Context: an optimization exercise on an open-source flow, tuned for small area and a short achievable clock period. The choices shown serve that exercise and are no tape-out recipe. Only simulation tests tie the RTL to the original design; equivalence was not proved.

==> wip/fjord: inputs <==
Design yanik_mac, start of the top module:
module yanik_mac (
    input  wire        clk,
    input  wire        rst,
    input  wire        in_valid,
    input  wire [4:0]  mac0_op,
    input  wire [1:0]  mac0_acca,
    input  wire [1:0]  mac0_accb,
    input  wire [31:0] mac0_x,
    input  wire [31:0] mac0_y,
    input  wire [31:0] mac0_u,
    input  wire [31:0] mac0_v,
    input  wire [4:0]  mac1_op,
    input  wire [1:0]  mac1_acca,
    input  wire [1:0]  mac1_accb,
    input  wire [31:0] mac1_x,
    input  wire [31:0] mac1_y,
    input  wire [31:0] mac1_u,
    input  wire [31:0] mac1_v,
    input  wire [3:0]  alu_op,
    input  wire [1:0]  alu_acca,
    input  wire [1:0]  alu_accb,
    input  wire [1:0]  alu_part,
    input  wire [31:0] alu_data,
    output reg         out_valid,
    output reg  [31:0] out_data
);
export LEC_CHECK = 0
export ABC_CLOCK_PERIOD_IN_PS = 5000
export CAP_MARGIN = 70
export CORE_MARGIN = 2
export CORE_UTILIZATION = 35
export PLACE_DENSITY = 0.45
export SETUP_SLACK_MARGIN = 0.5
export SLEW_MARGIN = 70
create_clock -name core_clock -period 20.0 [get_ports {clk}]
run.sh (not shown) runs the stock make flow with config.mk's settings and CLKGATE_MAP_FILE= SYNTH_SCRIPT=/design/flow/synth_recipe.tcl, a recipe that flattens the netlist after the stock synthesis.
==> inputs of wip/nickel, as changes to wip/fjord <==
--- a/flow/design.v
+++ b/flow/design.v
@@ -1,15 +1,15 @@
 module ym_mulcs (
     input  wire [31:0] a,
     input  wire [15:0] one,    
     input  wire [15:0] two,    
     input  wire [15:0] ng,     
-    output wire [65:0] r0,
-    output wire [65:0] r1
+    output wire [64:0] r0,
+    output wire [64:0] r1
 );
     wire [32:0] ax = {a[31], a};
     wire [33:0] ay = {a[31], a, 1'b0};
     wire [32:0] pp0 = ((ax & {33{one[0]}}) | (ay[32:0] & {33{two[0]}})) ^ {33{ng[0]}};
     wire [32:0] pp1 = ((ax & {33{one[1]}}) | (ay[32:0] & {33{two[1]}})) ^ {33{ng[1]}};
     wire [32:0] pp2 = ((ax & {33{one[2]}}) | (ay[32:0] & {33{two[2]}})) ^ {33{ng[2]}};
     wire [32:0] pp3 = ((ax & {33{one[3]}}) | (ay[32:0] & {33{two[3]}})) ^ {33{ng[3]}};
     wire [32:0] pp4 = ((ax & {33{one[4]}}) | (ay[32:0] & {33{two[4]}})) ^ {33{ng[4]}};
@@ -979,18 +979,18 @@
     wire s953 = c728 ^ s837 ^ c836;
     wire c954 = (c728 & s837) | (c728 & c836) | (s837 & c836);
     wire s955 = 1'b1 ^ s839 ^ c838;
     wire c956 = (1'b1 & s839) | (1'b1 & c838) | (s839 & c838);
     wire s957 = ~pp14[32] ^ pp15[30] ^ c840;
     wire c958 = (~pp14[32] & pp15[30]) | (~pp14[32] & c840) | (pp15[30] & c840);
     wire s959 = pp15[31] ^ 1'b1;
     wire c960 = pp15[31] & 1'b1;
-    assign r0 = {1'b1, 1'b1, 1'b1, ~pp15[32], s959, s957, s955, s953, s951, s949, s947, s945, s943, s941, s939, s937, s935, s933, s931, s929, s927, s925, s923, s921, s919, s917, s915, s913, s911, s909, s907, s905, s903, s901, s899, s897, s895, s893, s891, s889, s887, s885, s883, s881, s879, s877, s875, s873, s871, s869, s867, s865, s863, s861, s859, s857, s855, s853, s851, s849, s847, s845, s843, ng[1], pp0[1], pp0[0]};
-    assign r1 = {1'b0, 1'b0, 1'b0, c960, c958, c956, c954, c952, c950, c948, c946, c944, c942, c940, c938, c936, c934, c932, c930, c928, c926, c924, c922, c920, c918, c916, c914, c912, c910, c908, c906, c904, c902, c900, c898, c896, c894, c892, c890, c888, c886, c884, c882, c880, c878, c876, c874, c872, c870, c868, c866, c864, c862, c860, c858, c856, c854, c852, c850, c848, c846, c844, c842, s841, 1'b0, ng[0]};
+    assign r0 = {1'b1, 1'b1, ~pp15[32], s959, s957, s955, s953, s951, s949, s947, s945, s943, s941, s939, s937, s935, s933, s931, s929, s927, s925, s923, s921, s919, s917, s915, s913, s911, s909, s907, s905, s903, s901, s899, s897, s895, s893, s891, s889, s887, s885, s883, s881, s879, s877, s875, s873, s871, s869, s867, s865, s863, s861, s859, s857, s855, s853, s851, s849, s847, s845, s843, ng[1], pp0[1], pp0[0]};
+    assign r1 = {1'b0, 1'b0, c960, c958, c956, c954, c952, c950, c948, c946, c944, c942, c940, c938, c936, c934, c932, c930, c928, c926, c924, c922, c920, c918, c916, c914, c912, c910, c908, c906, c904, c902, c900, c898, c896, c894, c892, c890, c888, c886, c884, c882, c880, c878, c876, c874, c872, c870, c868, c866, c864, c862, c860, c858, c856, c854, c852, c850, c848, c846, c844, c842, s841, 1'b0, ng[0]};
 endmodule
 module ym_booth (
     input  wire [31:0] b,
     input  wire        neg,
     output wire [15:0] one,
     output wire [15:0] two,
     output wire [15:0] ng
 );
@@ -1094,17 +1094,17 @@
     wire m0_add    = m0_cplx ? op0_0[0] :
                      ((op0_0 != 5'h01) & (op0_0 != 5'h04) & (op0_0 != 5'h07));
     wire m0_same   = (a0a_0 == a0b_0);
     wire m1_single = (op1_0 == 5'h01) | (op1_0 == 5'h02) | (op1_0 == 5'h03);
     wire m1_dual   = (op1_0 == 5'h04) | (op1_0 == 5'h05) | (op1_0 == 5'h06);
     wire m1_dot    = (op1_0 == 5'h07) | (op1_0 == 5'h08) | (op1_0 == 5'h09);
     wire m1_add    = (op1_0 != 5'h01) & (op1_0 != 5'h04) & (op1_0 != 5'h07);
     wire m1_same   = (a1a_0 == a1b_0);
-    wire [65:0] ps0, pc0, ps1, pc1, ps2, pc2, ps3, pc3;
+    wire [64:0] ps0, pc0, ps1, pc1, ps2, pc2, ps3, pc3;
     ym_mulcs u_mul0 (.a(m0a_0), .one(one0_0), .two(two0_0), .ng(ng0_0), .r0(ps0), .r1(pc0));
     ym_mulcs u_mul1 (.a(m1a_0), .one(one1_0), .two(two1_0), .ng(ng1_0), .r0(ps1), .r1(pc1));
     ym_mulcs u_mul2 (.a(m2a_0), .one(one2_0), .two(two2_0), .ng(ng2_0), .r0(ps2), .r1(pc2));
     ym_mulcs u_mul3 (.a(m3a_0), .one(one3_0), .two(two3_0), .ng(ng3_0), .r0(ps3), .r1(pc3));
     wire g   = m0_dot | m0_cplx | (m0_dual & m0_same);
     wire h   = m0_cplx | m1_dot | (m1_dual & m1_same);
     wire we0 = v0 & (m0_single | m0_dual | m0_dot | m0_cplx);
     wire we1 = v0 & (m0_cplx | (m0_dual & ~m0_same));
@@ -1143,37 +1143,31 @@
     reg [5:0] shift;
     always @(posedge clk) begin
         if (rst_r)
             shift <= 6'd27;
         else if (v0 && aop_0 == ALU_WRSHFT)
             shift <= (ad_0[5:0] > 6'd40) ? 6'd40 : ad_0[5:0];
     end
     reg        v1;
-    wire [65:0] gps1 = {66{g}} & ps1;
-    wire [65:0] hps3 = {66{h}} & ps3;
-    wire [65:0] tA = ps0 ^ pc0 ^ gps1;
-    wire [65:0] uA = {(ps0[64:0] & pc0[64:0]) | (ps0[64:0] & gps1[64:0]) | (pc0[64:0] & gps1[64:0]), 1'b0};
-    wire [65:0] tB = ps2 ^ pc2 ^ hps3;
-    wire [65:0] uB = {(ps2[64:0] & pc2[64:0]) | (ps2[64:0] & hps3[64:0]) | (pc2[64:0] & hps3[64:0]), 1'b0};
-    reg [65:0] tA_1, uA_1, ps1_1, pc1_1, tB_1, uB_1, ps3_1, pc3_1;
+    reg [64:0] ps0_1, pc0_1, ps1_1, pc1_1, ps2_1, pc2_1, ps3_1, pc3_1;
     reg        g_1, h_1;
     reg [3:0]  selA_1, selB_1, selQ1_1, selQ3_1, take_1, add_1, aluw_1;
     reg [3:0]  aop_1;
     reg [1:0]  aa_1, ab_1, ap_1;
     reg [31:0] ad_1;
     reg [5:0]  sh_1;
     always @(posedge clk) begin
         v1      <= v0 & ~rst;
-        tA_1    <= tA;
-        uA_1    <= uA;
+        ps0_1   <= ps0;
+        pc0_1   <= pc0;
         ps1_1   <= ps1;
         pc1_1   <= pc1;
-        tB_1    <= tB;
-        uB_1    <= uB;
+        ps2_1   <= ps2;
+        pc2_1   <= pc2;
         ps3_1   <= ps3;
         pc3_1   <= pc3;
         g_1     <= g;
         h_1     <= h;
         selA_1  <= s1_selA;
         selB_1  <= s1_selB;
         selQ1_1 <= s1_selQ1;
         selQ3_1 <= s1_selQ3;
@@ -1182,20 +1176,26 @@
         aluw_1  <= s1_aluw;
         aop_1   <= aop_0;
         aa_1    <= aa_0;
         ab_1    <= ab_0;
         ap_1    <= ap_0;
         ad_1    <= ad_0;
         sh_1    <= shift;
     end
-    wire [65:0] sA = tA_1 + uA_1 + ({66{g_1}} & pc1_1);
-    wire [65:0] sB = tB_1 + uB_1 + ({66{h_1}} & pc3_1);
-    wire [65:0] e1 = ps1_1 + pc1_1;
-    wire [65:0] e3 = ps3_1 + pc3_1;
+    wire [64:0] gps1 = {65{g_1}} & ps1_1;
+    wire [64:0] hps3 = {65{h_1}} & ps3_1;
+    wire [64:0] tA = ps0_1 ^ pc0_1 ^ gps1;
+    wire [64:0] uA = {(ps0_1[63:0] & pc0_1[63:0]) | (ps0_1[63:0] & gps1[63:0]) | (pc0_1[63:0] & gps1[63:0]), 1'b0};
+    wire [64:0] tB = ps2_1 ^ pc2_1 ^ hps3;
+    wire [64:0] uB = {(ps2_1[63:0] & pc2_1[63:0]) | (ps2_1[63:0] & hps3[63:0]) | (pc2_1[63:0] & hps3[63:0]), 1'b0};
+    wire [64:0] sA = tA + uA + ({65{g_1}} & pc1_1);
+    wire [64:0] sB = tB + uB + ({65{h_1}} & pc3_1);
+    wire [64:0] e1 = ps1_1 + pc1_1;
+    wire [64:0] e3 = ps3_1 + pc3_1;
     wire        u_ash   = (aop_1 == ALU_ASH);
     wire        u_ldacc = (aop_1 == ALU_LDACC);
     wire        u_movw  = (aop_1 == ALU_MOVW);
     wire signed [6:0] ash_n = ad_1[6:0];
     wire        ash_neg = ash_n[6];
     wire [6:0]  ash_m   = -ash_n;
     wire [5:0]  l_amt   = u_ldacc ? sh_1 : (ash_neg ? 6'd0 : ash_n[5:0]);
     wire [5:0]  r_amt   = u_movw ? sh_1 : (ash_neg ? ash_m[5:0] : 6'd0);
Settings changed: ABC_AREA set to 1.
==> inputs of wip/juniper, as changes to wip/fjord <==
--- a/flow/design.v
+++ b/flow/design.v
@@ -1,15 +1,15 @@
 module ym_mulcs (
     input  wire [31:0] a,
     input  wire [15:0] one,    
     input  wire [15:0] two,    
     input  wire [15:0] ng,     
-    output wire [65:0] r0,
-    output wire [65:0] r1
+    output wire [64:0] r0,
+    output wire [64:0] r1
 );
     wire [32:0] ax = {a[31], a};
     wire [33:0] ay = {a[31], a, 1'b0};
     wire [32:0] pp0 = ((ax & {33{one[0]}}) | (ay[32:0] & {33{two[0]}})) ^ {33{ng[0]}};
     wire [32:0] pp1 = ((ax & {33{one[1]}}) | (ay[32:0] & {33{two[1]}})) ^ {33{ng[1]}};
     wire [32:0] pp2 = ((ax & {33{one[2]}}) | (ay[32:0] & {33{two[2]}})) ^ {33{ng[2]}};
     wire [32:0] pp3 = ((ax & {33{one[3]}}) | (ay[32:0] & {33{two[3]}})) ^ {33{ng[3]}};
     wire [32:0] pp4 = ((ax & {33{one[4]}}) | (ay[32:0] & {33{two[4]}})) ^ {33{ng[4]}};
@@ -979,18 +979,18 @@
     wire s953 = c728 ^ s837 ^ c836;
     wire c954 = (c728 & s837) | (c728 & c836) | (s837 & c836);
     wire s955 = 1'b1 ^ s839 ^ c838;
     wire c956 = (1'b1 & s839) | (1'b1 & c838) | (s839 & c838);
     wire s957 = ~pp14[32] ^ pp15[30] ^ c840;
     wire c958 = (~pp14[32] & pp15[30]) | (~pp14[32] & c840) | (pp15[30] & c840);
     wire s959 = pp15[31] ^ 1'b1;
     wire c960 = pp15[31] & 1'b1;
-    assign r0 = {1'b1, 1'b1, 1'b1, ~pp15[32], s959, s957, s955, s953, s951, s949, s947, s945, s943, s941, s939, s937, s935, s933, s931, s929, s927, s925, s923, s921, s919, s917, s915, s913, s911, s909, s907, s905, s903, s901, s899, s897, s895, s893, s891, s889, s887, s885, s883, s881, s879, s877, s875, s873, s871, s869, s867, s865, s863, s861, s859, s857, s855, s853, s851, s849, s847, s845, s843, ng[1], pp0[1], pp0[0]};
-    assign r1 = {1'b0, 1'b0, 1'b0, c960, c958, c956, c954, c952, c950, c948, c946, c944, c942, c940, c938, c936, c934, c932, c930, c928, c926, c924, c922, c920, c918, c916, c914, c912, c910, c908, c906, c904, c902, c900, c898, c896, c894, c892, c890, c888, c886, c884, c882, c880, c878, c876, c874, c872, c870, c868, c866, c864, c862, c860, c858, c856, c854, c852, c850, c848, c846, c844, c842, s841, 1'b0, ng[0]};
+    assign r0 = {1'b1, 1'b1, ~pp15[32], s959, s957, s955, s953, s951, s949, s947, s945, s943, s941, s939, s937, s935, s933, s931, s929, s927, s925, s923, s921, s919, s917, s915, s913, s911, s909, s907, s905, s903, s901, s899, s897, s895, s893, s891, s889, s887, s885, s883, s881, s879, s877, s875, s873, s871, s869, s867, s865, s863, s861, s859, s857, s855, s853, s851, s849, s847, s845, s843, ng[1], pp0[1], pp0[0]};
+    assign r1 = {1'b0, 1'b0, c960, c958, c956, c954, c952, c950, c948, c946, c944, c942, c940, c938, c936, c934, c932, c930, c928, c926, c924, c922, c920, c918, c916, c914, c912, c910, c908, c906, c904, c902, c900, c898, c896, c894, c892, c890, c888, c886, c884, c882, c880, c878, c876, c874, c872, c870, c868, c866, c864, c862, c860, c858, c856, c854, c852, c850, c848, c846, c844, c842, s841, 1'b0, ng[0]};
 endmodule
 module ym_booth (
     input  wire [31:0] b,
     input  wire        neg,
     output wire [15:0] one,
     output wire [15:0] two,
     output wire [15:0] ng
 );
@@ -1094,17 +1094,17 @@
     wire m0_add    = m0_cplx ? op0_0[0] :
                      ((op0_0 != 5'h01) & (op0_0 != 5'h04) & (op0_0 != 5'h07));
     wire m0_same   = (a0a_0 == a0b_0);
     wire m1_single = (op1_0 == 5'h01) | (op1_0 == 5'h02) | (op1_0 == 5'h03);
     wire m1_dual   = (op1_0 == 5'h04) | (op1_0 == 5'h05) | (op1_0 == 5'h06);
     wire m1_dot    = (op1_0 == 5'h07) | (op1_0 == 5'h08) | (op1_0 == 5'h09);
     wire m1_add    = (op1_0 != 5'h01) & (op1_0 != 5'h04) & (op1_0 != 5'h07);
     wire m1_same   = (a1a_0 == a1b_0);
-    wire [65:0] ps0, pc0, ps1, pc1, ps2, pc2, ps3, pc3;
+    wire [64:0] ps0, pc0, ps1, pc1, ps2, pc2, ps3, pc3;
     ym_mulcs u_mul0 (.a(m0a_0), .one(one0_0), .two(two0_0), .ng(ng0_0), .r0(ps0), .r1(pc0));
     ym_mulcs u_mul1 (.a(m1a_0), .one(one1_0), .two(two1_0), .ng(ng1_0), .r0(ps1), .r1(pc1));
     ym_mulcs u_mul2 (.a(m2a_0), .one(one2_0), .two(two2_0), .ng(ng2_0), .r0(ps2), .r1(pc2));
     ym_mulcs u_mul3 (.a(m3a_0), .one(one3_0), .two(two3_0), .ng(ng3_0), .r0(ps3), .r1(pc3));
     wire g   = m0_dot | m0_cplx | (m0_dual & m0_same);
     wire h   = m0_cplx | m1_dot | (m1_dual & m1_same);
     wire we0 = v0 & (m0_single | m0_dual | m0_dot | m0_cplx);
     wire we1 = v0 & (m0_cplx | (m0_dual & ~m0_same));
@@ -1143,37 +1143,31 @@
     reg [5:0] shift;
     always @(posedge clk) begin
         if (rst_r)
             shift <= 6'd27;
         else if (v0 && aop_0 == ALU_WRSHFT)
             shift <= (ad_0[5:0] > 6'd40) ? 6'd40 : ad_0[5:0];
     end
     reg        v1;
-    wire [65:0] gps1 = {66{g}} & ps1;
-    wire [65:0] hps3 = {66{h}} & ps3;
-    wire [65:0] tA = ps0 ^ pc0 ^ gps1;
-    wire [65:0] uA = {(ps0[64:0] & pc0[64:0]) | (ps0[64:0] & gps1[64:0]) | (pc0[64:0] & gps1[64:0]), 1'b0};
-    wire [65:0] tB = ps2 ^ pc2 ^ hps3;
-    wire [65:0] uB = {(ps2[64:0] & pc2[64:0]) | (ps2[64:0] & hps3[64:0]) | (pc2[64:0] & hps3[64:0]), 1'b0};
-    reg [65:0] tA_1, uA_1, ps1_1, pc1_1, tB_1, uB_1, ps3_1, pc3_1;
+    reg [64:0] ps0_1, pc0_1, ps1_1, pc1_1, ps2_1, pc2_1, ps3_1, pc3_1;
     reg        g_1, h_1;
     reg [3:0]  selA_1, selB_1, selQ1_1, selQ3_1, take_1, add_1, aluw_1;
     reg [3:0]  aop_1;
     reg [1:0]  aa_1, ab_1, ap_1;
     reg [31:0] ad_1;
     reg [5:0]  sh_1;
     always @(posedge clk) begin
         v1      <= v0 & ~rst;
-        tA_1    <= tA;
-        uA_1    <= uA;
+        ps0_1   <= ps0;
+        pc0_1   <= pc0;
         ps1_1   <= ps1;
         pc1_1   <= pc1;
-        tB_1    <= tB;
-        uB_1    <= uB;
+        ps2_1   <= ps2;
+        pc2_1   <= pc2;
         ps3_1   <= ps3;
         pc3_1   <= pc3;
         g_1     <= g;
         h_1     <= h;
         selA_1  <= s1_selA;
         selB_1  <= s1_selB;
         selQ1_1 <= s1_selQ1;
         selQ3_1 <= s1_selQ3;
@@ -1182,20 +1176,26 @@
         aluw_1  <= s1_aluw;
         aop_1   <= aop_0;
         aa_1    <= aa_0;
         ab_1    <= ab_0;
         ap_1    <= ap_0;
         ad_1    <= ad_0;
         sh_1    <= shift;
     end
-    wire [65:0] sA = tA_1 + uA_1 + ({66{g_1}} & pc1_1);
-    wire [65:0] sB = tB_1 + uB_1 + ({66{h_1}} & pc3_1);
-    wire [65:0] e1 = ps1_1 + pc1_1;
-    wire [65:0] e3 = ps3_1 + pc3_1;
+    wire [64:0] gps1 = {65{g_1}} & ps1_1;
+    wire [64:0] hps3 = {65{h_1}} & ps3_1;
+    wire [64:0] tA = ps0_1 ^ pc0_1 ^ gps1;
+    wire [64:0] uA = {(ps0_1[63:0] & pc0_1[63:0]) | (ps0_1[63:0] & gps1[63:0]) | (pc0_1[63:0] & gps1[63:0]), 1'b0};
+    wire [64:0] tB = ps2_1 ^ pc2_1 ^ hps3;
+    wire [64:0] uB = {(ps2_1[63:0] & pc2_1[63:0]) | (ps2_1[63:0] & hps3[63:0]) | (pc2_1[63:0] & hps3[63:0]), 1'b0};
+    wire [64:0] sA = tA + uA + ({65{g_1}} & pc1_1);
+    wire [64:0] sB = tB + uB + ({65{h_1}} & pc3_1);
+    wire [64:0] e1 = ps1_1 + pc1_1;
+    wire [64:0] e3 = ps3_1 + pc3_1;
     wire        u_ash   = (aop_1 == ALU_ASH);
     wire        u_ldacc = (aop_1 == ALU_LDACC);
     wire        u_movw  = (aop_1 == ALU_MOVW);
     wire signed [6:0] ash_n = ad_1[6:0];
     wire        ash_neg = ash_n[6];
     wire [6:0]  ash_m   = -ash_n;
     wire [5:0]  l_amt   = u_ldacc ? sh_1 : (ash_neg ? 6'd0 : ash_n[5:0]);
     wire [5:0]  r_amt   = u_movw ? sh_1 : (ash_neg ? ash_m[5:0] : 6'd0);
Settings changed: ABC_AREA set to 1, CORE_UTILIZATION 35 to 40, PLACE_DENSITY 0.45 to 0.5.
==> notes <==
wip/juniper completed with no timing, DRC or antenna violations. wip/fjord finished clean. wip/nickel finished with timing, DRC and antenna clean. The lowest fmax belongs to wip/nickel, the highest to wip/juniper. Synthesized cell count is the same in wip/nickel and wip/juniper. In wip/nickel the die area is higher than in wip/juniper, by about 14%. Count of clock-buffer cells in the layout, lowest first: wip/juniper, wip/fjord, wip/nickel. Register-to-register slack: wip/nickel < wip/fjord < wip/juniper. Clock skew, highest first: wip/fjord, wip/juniper, wip/nickel. Between wip/fjord and wip/juniper, the lower via count is in wip/fjord (gap about 15%, measured against wip/juniper).
==> figures <==
item	wip/juniper	wip/nickel	wip/fjord
Post-route met1 wirelength	445 mm	476 mm	415 mm
Met3 layer wire length in the routed design	182 mm	149 mm	120 mm
Met1 track utilization from global routing	58.4%	53.8%	48.9%
Signal buffers share of area	6.55%	6.50%	7.69%
Reg-to-reg setup timing slack	13.43 ns	12.93 ns	13.26 ns
Antenna diode count	165	92	121
Crit path largest cell delay	0.52 ns	0.59 ns	0.62 ns
Placement-stage cell area	0.209 mm^2	0.210 mm^2	0.205 mm^2
Met2 Use GR	73.7%	68.5%	56.5%
Amount of wire on met2 after detailed routing	512 mm	543 mm	443 mm
Result of the run	no timing/DRC/antenna violations	no timing/DRC/antenna violations	no timing/DRC/antenna violations
Layout net count	28600	28600	23600
Wire length per cell	40.1 um	39.8 um	38.1 um
Global-route usage over all layers	52.4%	46.6%	38.7%
Initial antenna violation count	212	161	132

==> port drivers added, routing unchanged <==
In the flow no input, the clock included, has a driving cell. The finished layouts below were timed again as built, in two steps.
Step 1 (the two cells are an assumption about what drives the block):
set clk [get_ports {clk}]
set_driving_cell -lib_cell sky130_fd_sc_hd__clkbuf_16 $clk
set_driving_cell -lib_cell sky130_fd_sc_hd__buf_2 [delete_from_list [all_inputs] $clk]
Step 2 also shifts input and output timing later by t, the mid clock arrival at the registers, as if the neighbouring blocks saw the same clock.
a / b / c = no drivers / after step 1 / after step 2; a / b = the first two.
run	shift t [ns]	slack for setup (ns)	worst setup path at the end	latest minus earliest clock arrival (ns)	worst data-port slew with drivers (ns)
wip/fjord	1.121	13.264 / 13.264 / 13.264	register to register	0.158 / 0.158	0.69
wip/nickel	1.154	12.934 / 12.934 / 12.934	register to register	0.124 / 0.124	0.27
wip/juniper	1.205	13.426 / 13.426 / 13.426	register to register	0.119 / 0.118	0.24
After both steps setup and hold are still met in every run listed.
